This is an optimization exercise on Yosys and OpenROAD, whose aim is small area, a short achievable clock period and few clock cycles per item, not a production implementation.
In this exercise RTL edits were held to simulation tests only and were not proved equivalent to the original.

==> flow/design.v (excerpt) <==
module g96_mixer (
    input  wire         clk,
    input  wire         rst,           
    input  wire         in_valid,
    output wire         in_ready,
    input  wire [63:0]  in_key,
    input  wire [31:0]  in_stream,
    input  wire [7:0]   in_purpose,
    input  wire [63:0]  in_pos,
    input  wire         in_quick,
    output wire         out_valid,
    input  wire         out_ready,
    output wire [127:0] out_block
);
For scale: roughly 300 I/O pins, roughly 24,000 µm² of cells after synthesis.
export LEC_CHECK = 0
export CAP_MARGIN = 20
export CORE_MARGIN = 2
export CORE_UTILIZATION = 50
export CTS_BUF_LIST = sky130_fd_sc_hd__clkbuf_8
export CTS_CLUSTER_DIAMETER = 50
export CTS_CLUSTER_SIZE = 16
export SLEW_MARGIN = 20
create_clock -name core_clock -period 20.0 [get_ports {clk}]
standard.sh (not shown) runs the stock make flow with config.mk's settings and CLKGATE_MAP_FILE= SYNTH_SCRIPT=/design/flow/synth_recipe.tcl, a recipe that flattens the netlist after the stock synthesis.
==> flow/flow/run.sh <==
#!/bin/bash
# The standard layout, with three changes:
#  - the port buffers are the smallest buffer (buf_1) instead of the one
#    buffer_ports picks by default;
#  - timing repair is asked to leave setup slack to spare at the design's
#    clock (the clock and constraints are the design's own);
#  - after the standard synthesis, flow/polfix.py re-chooses the polarity of
#    the full adders to drop inverters (same logic, same registers), and the
#    layout is made from that netlist.
set -euo pipefail
export BUFFER_PORTS_ARGS="-buffer_cell sky130_fd_sc_hd__buf_1"
export SETUP_SLACK_MARGIN=12.5
R="$PWD/orfs/results/${FLOW_PLATFORM}/g96_mixer/base"
bash standard.sh "$R/1_2_yosys.v" > synth_make.log 2>&1
cp "$R/1_2_yosys.v" "$R/1_2_yosys.standard.v"
python3 flow/polfix.py "$R/1_2_yosys.standard.v" "$R/1_2_yosys.polfix.v" > polfix.log 2>&1
cp "$R/1_2_yosys.polfix.v" "$R/1_2_yosys.v"
bash standard.sh > standard_make.log 2>&1
Other scripts of this flow, unchanged in this note and not shown: flow/flow/polfix.py
Testbench counts at the start, summed over its fixed seeds: cycles 72,392, items 8,000.
Next try:
- PLACE_DENSITY: default -> 0.72
What happened: Worst hold slack barely changes. Final cell count shrinks slightly. Cell area grows slightly. Clock skew shrinks by 0.045 ns. Setup slack gets worse by 0.055 ns. Register-to-register slack gets worse by 0.05 ns. Via count shrinks slightly.
Next try:
--- a/flow/flow/run.sh
+++ b/flow/flow/run.sh
@@ -11,3 +11,3 @@
 export BUFFER_PORTS_ARGS="-buffer_cell sky130_fd_sc_hd__buf_1"
-export SETUP_SLACK_MARGIN=12.5
+export SETUP_SLACK_MARGIN=12.2
 R="$PWD/orfs/results/${FLOW_PLATFORM}/g96_mixer/base"
- PLACE_DENSITY: 0.72 -> default
Outcome: The changed run finished with timing, DRC and antenna clean. Area after synthesis stays the same. Setup slack loses 0.24 ns. Global-route usage rises by 1.8 points. Wire length rises by a few percent. Utilization falls by 2.0 points. Fmax falls by a few percent. Die area stays the same. Register-to-register slack loses 0.24 ns. Sequential cell count is unchanged.

========
== run A ==
Starting RTL as in the previous note.
Design g96_mixer, start of the top module:
module g96_mixer (
    input  wire         clk,
    input  wire         rst,           
    input  wire         in_valid,
    output wire         in_ready,
    input  wire [63:0]  in_key,
    input  wire [31:0]  in_stream,
    input  wire [7:0]   in_purpose,
    input  wire [63:0]  in_pos,
    input  wire         in_quick,
    output wire         out_valid,
    input  wire         out_ready,
    output wire [127:0] out_block
);
==> flow/config.mk <==
export PLATFORM = sky130hd
export DESIGN_NAME = g96_mixer
export DESIGN_NICKNAME = g96_mixer
export VERILOG_FILES = /design/flow/design.v
export SDC_FILE = /design/flow/constraint.sdc
export NUM_CORES = 4
export LEC_CHECK = 0
export CAP_MARGIN = 20
export CORE_MARGIN = 2
export CORE_UTILIZATION = 50
export CTS_BUF_LIST = sky130_fd_sc_hd__clkbuf_8
export CTS_CLUSTER_DIAMETER = 50
export CTS_CLUSTER_SIZE = 16
export SLEW_MARGIN = 20
==> flow/constraint.sdc <==
create_clock -name core_clock -period 20.0 [get_ports {clk}]
set_input_delay 4.0000 -clock core_clock [delete_from_list [all_inputs] [get_ports {clk}]]
set_output_delay 4.0000 -clock core_clock [all_outputs]
set_load 0.01 [all_outputs]
==> flow/flow/run.sh <==
#!/bin/bash
# The standard layout, with the port buffers made of the smallest buffer
# (buf_1) instead of the one buffer_ports picks by default, and timing
# repair asked to leave setup slack to spare at the design's clock.
set -euo pipefail
export BUFFER_PORTS_ARGS="-buffer_cell sky130_fd_sc_hd__buf_1"
export SETUP_SLACK_MARGIN=12.5
bash standard.sh > standard_make.log 2>&1
Testbench counts of run A, summed over its fixed seeds: cycles 72,392, items 8,000.
Modified inputs, run B compared to run A
diff --git a/flow/flow/run.sh b/flow/flow/run.sh
--- a/flow/flow/run.sh
+++ b/flow/flow/run.sh
@@ -5,4 +5,4 @@
 set -euo pipefail
 export BUFFER_PORTS_ARGS="-buffer_cell sky130_fd_sc_hd__buf_1"
-export SETUP_SLACK_MARGIN=12.5
+export SETUP_SLACK_MARGIN=11.9
 bash standard.sh > standard_make.log 2>&1
diff --git a/flow/config.mk b/flow/config.mk
--- a/flow/config.mk
+++ b/flow/config.mk
@@ -9,6 +9,4 @@
 export CORE_MARGIN = 2
 export CORE_UTILIZATION = 50
-export CTS_BUF_LIST = sky130_fd_sc_hd__clkbuf_8
-export CTS_CLUSTER_DIAMETER = 50
-export CTS_CLUSTER_SIZE = 16
+export CTS_BUF_LIST = sky130_fd_sc_hd__clkbuf_4 sky130_fd_sc_hd__clkbuf_8
 export SLEW_MARGIN = 20
Results
Combined area of the multi-input logic cells is lower on run B
The HPWL after detailed placement number comes out lower for run A vs run B.
Cmp run B vs run A: fraction of layout instances using a drive strength above 1 lower in run B
Diff run A..run B | well-tap cell count | unchanged
Summary — minimum period implied by the final worst setup slack, run B relative to run A: higher, by 0.49 ns.
The following lists how run C was set up differently from run B:
diff --git a/flow/flow/run.sh b/flow/flow/run.sh
--- a/flow/flow/run.sh
+++ b/flow/flow/run.sh
@@ -5,4 +5,4 @@
 set -euo pipefail
 export BUFFER_PORTS_ARGS="-buffer_cell sky130_fd_sc_hd__buf_1"
-export SETUP_SLACK_MARGIN=11.9
+export SETUP_SLACK_MARGIN=12.5
 bash standard.sh > standard_make.log 2>&1
diff --git a/flow/config.mk b/flow/config.mk
--- a/flow/config.mk
+++ b/flow/config.mk
@@ -8,5 +8,5 @@
 export CAP_MARGIN = 20
 export CORE_MARGIN = 2
-export CORE_UTILIZATION = 50
+export CORE_UTILIZATION = 65
 export CTS_BUF_LIST = sky130_fd_sc_hd__clkbuf_4 sky130_fd_sc_hd__clkbuf_8
 export SLEW_MARGIN = 20
==> comparison <==
In the tables for run B and run C, detail-routed net length per standard cell reads higher with run C.
The lower count of vias placed by the detailed router came out of run B.
Summary of the comparison: final routed wirelength across all metal layers is lower in run C, relative to run B.
Run C: PASS, flow complete, no timing, DRC or antenna violations
Taking run B as the reference point, the sequential cell area in the final layout of run C rises by 44 µm².
Run C vs run B on tightest slew margin relative to the limit: run C is the lower one.
Final worst hold slack, run B and run C: lower on run B
Run B was smaller in final cell area than run C.
For overflow left after global routing, run B and run C come out practically identical.
For the count of plain and timing-repair buffers in the layout, run C came in 39 higher than run B did.
[inputs] run D vs run C
diff --git a/flow/flow/run.sh b/flow/flow/run.sh
--- a/flow/flow/run.sh
+++ b/flow/flow/run.sh
@@ -5,4 +5,4 @@
 set -euo pipefail
 export BUFFER_PORTS_ARGS="-buffer_cell sky130_fd_sc_hd__buf_1"
-export SETUP_SLACK_MARGIN=12.5
+export SETUP_SLACK_MARGIN=14
 bash standard.sh > standard_make.log 2>&1
diff --git a/flow/config.mk b/flow/config.mk
--- a/flow/config.mk
+++ b/flow/config.mk
@@ -8,5 +8,5 @@
 export CAP_MARGIN = 20
 export CORE_MARGIN = 2
-export CORE_UTILIZATION = 65
+export CORE_UTILIZATION = 50
 export CTS_BUF_LIST = sky130_fd_sc_hd__clkbuf_4 sky130_fd_sc_hd__clkbuf_8
 export SLEW_MARGIN = 20
Findings:
- The final layouts of run C and run D pass the timing, design-rule and antenna checks.
- Compared run D vs run C, and area taken by multi-input logic gates is up in run D.
- Critical path depth in run D vs run C: down 10%
- Relative to run C, run D improves worst setup slack after layout.

==> port drivers added, routing unchanged <==
The results above use ideal ports. As a check the final layouts listed here were re-extracted and re-timed, cells and wires unchanged.
Step 1, drivers: a clkbuf_16 drives clk and a buf_2 each remaining input, both assumed.
Step 2 also shifts input and output timing later by t, the mid clock arrival at the registers, as if the neighbouring blocks saw the same clock.
Slacks: no drivers / after step 1 / after step 2; pairs: no drivers / after step 1.
| run | shift t [ns] | setup WS [ns] | worst hold slack (ns) | clock arrival spread, ns |
|---|---|---|---|---|
| the first run of note 1 | 0.694 | 12.669 / 12.669 / 12.109 | 0.469 / 0.469 / 0.469 | 0.082 / 0.083 |
| the second run of note 1 | 0.704 | 12.614 / 12.614 / 12.141 | 0.470 / 0.470 / 0.470 | 0.037 / 0.037 |
| the third run of note 1 | 0.657 | 12.379 / 12.379 / 11.916 | 0.476 / 0.476 / 0.476 | 0.055 / 0.055 |
| run A | 0.695 | 12.649 / 12.649 / 12.132 | 0.479 / 0.479 / 0.479 | 0.047 / 0.047 |
| run B | 0.696 | 12.157 / 12.157 / 11.960 | 0.453 / 0.453 / 0.453 | 0.044 / 0.044 |
| run C | 0.627 | 12.476 / 12.476 / 12.265 | 0.485 / 0.485 / 0.485 | 0.020 / 0.021 |
| run D | 0.710 | 13.009 / 13.009 / 13.009 | 0.468 / 0.468 / 0.468 | 0.047 / 0.047 |
After both steps every run listed still meets setup and hold. The setup slack of the first run of note 1, which loses most, moves by 0.000 ns with the drivers and by -0.560 ns with both steps.
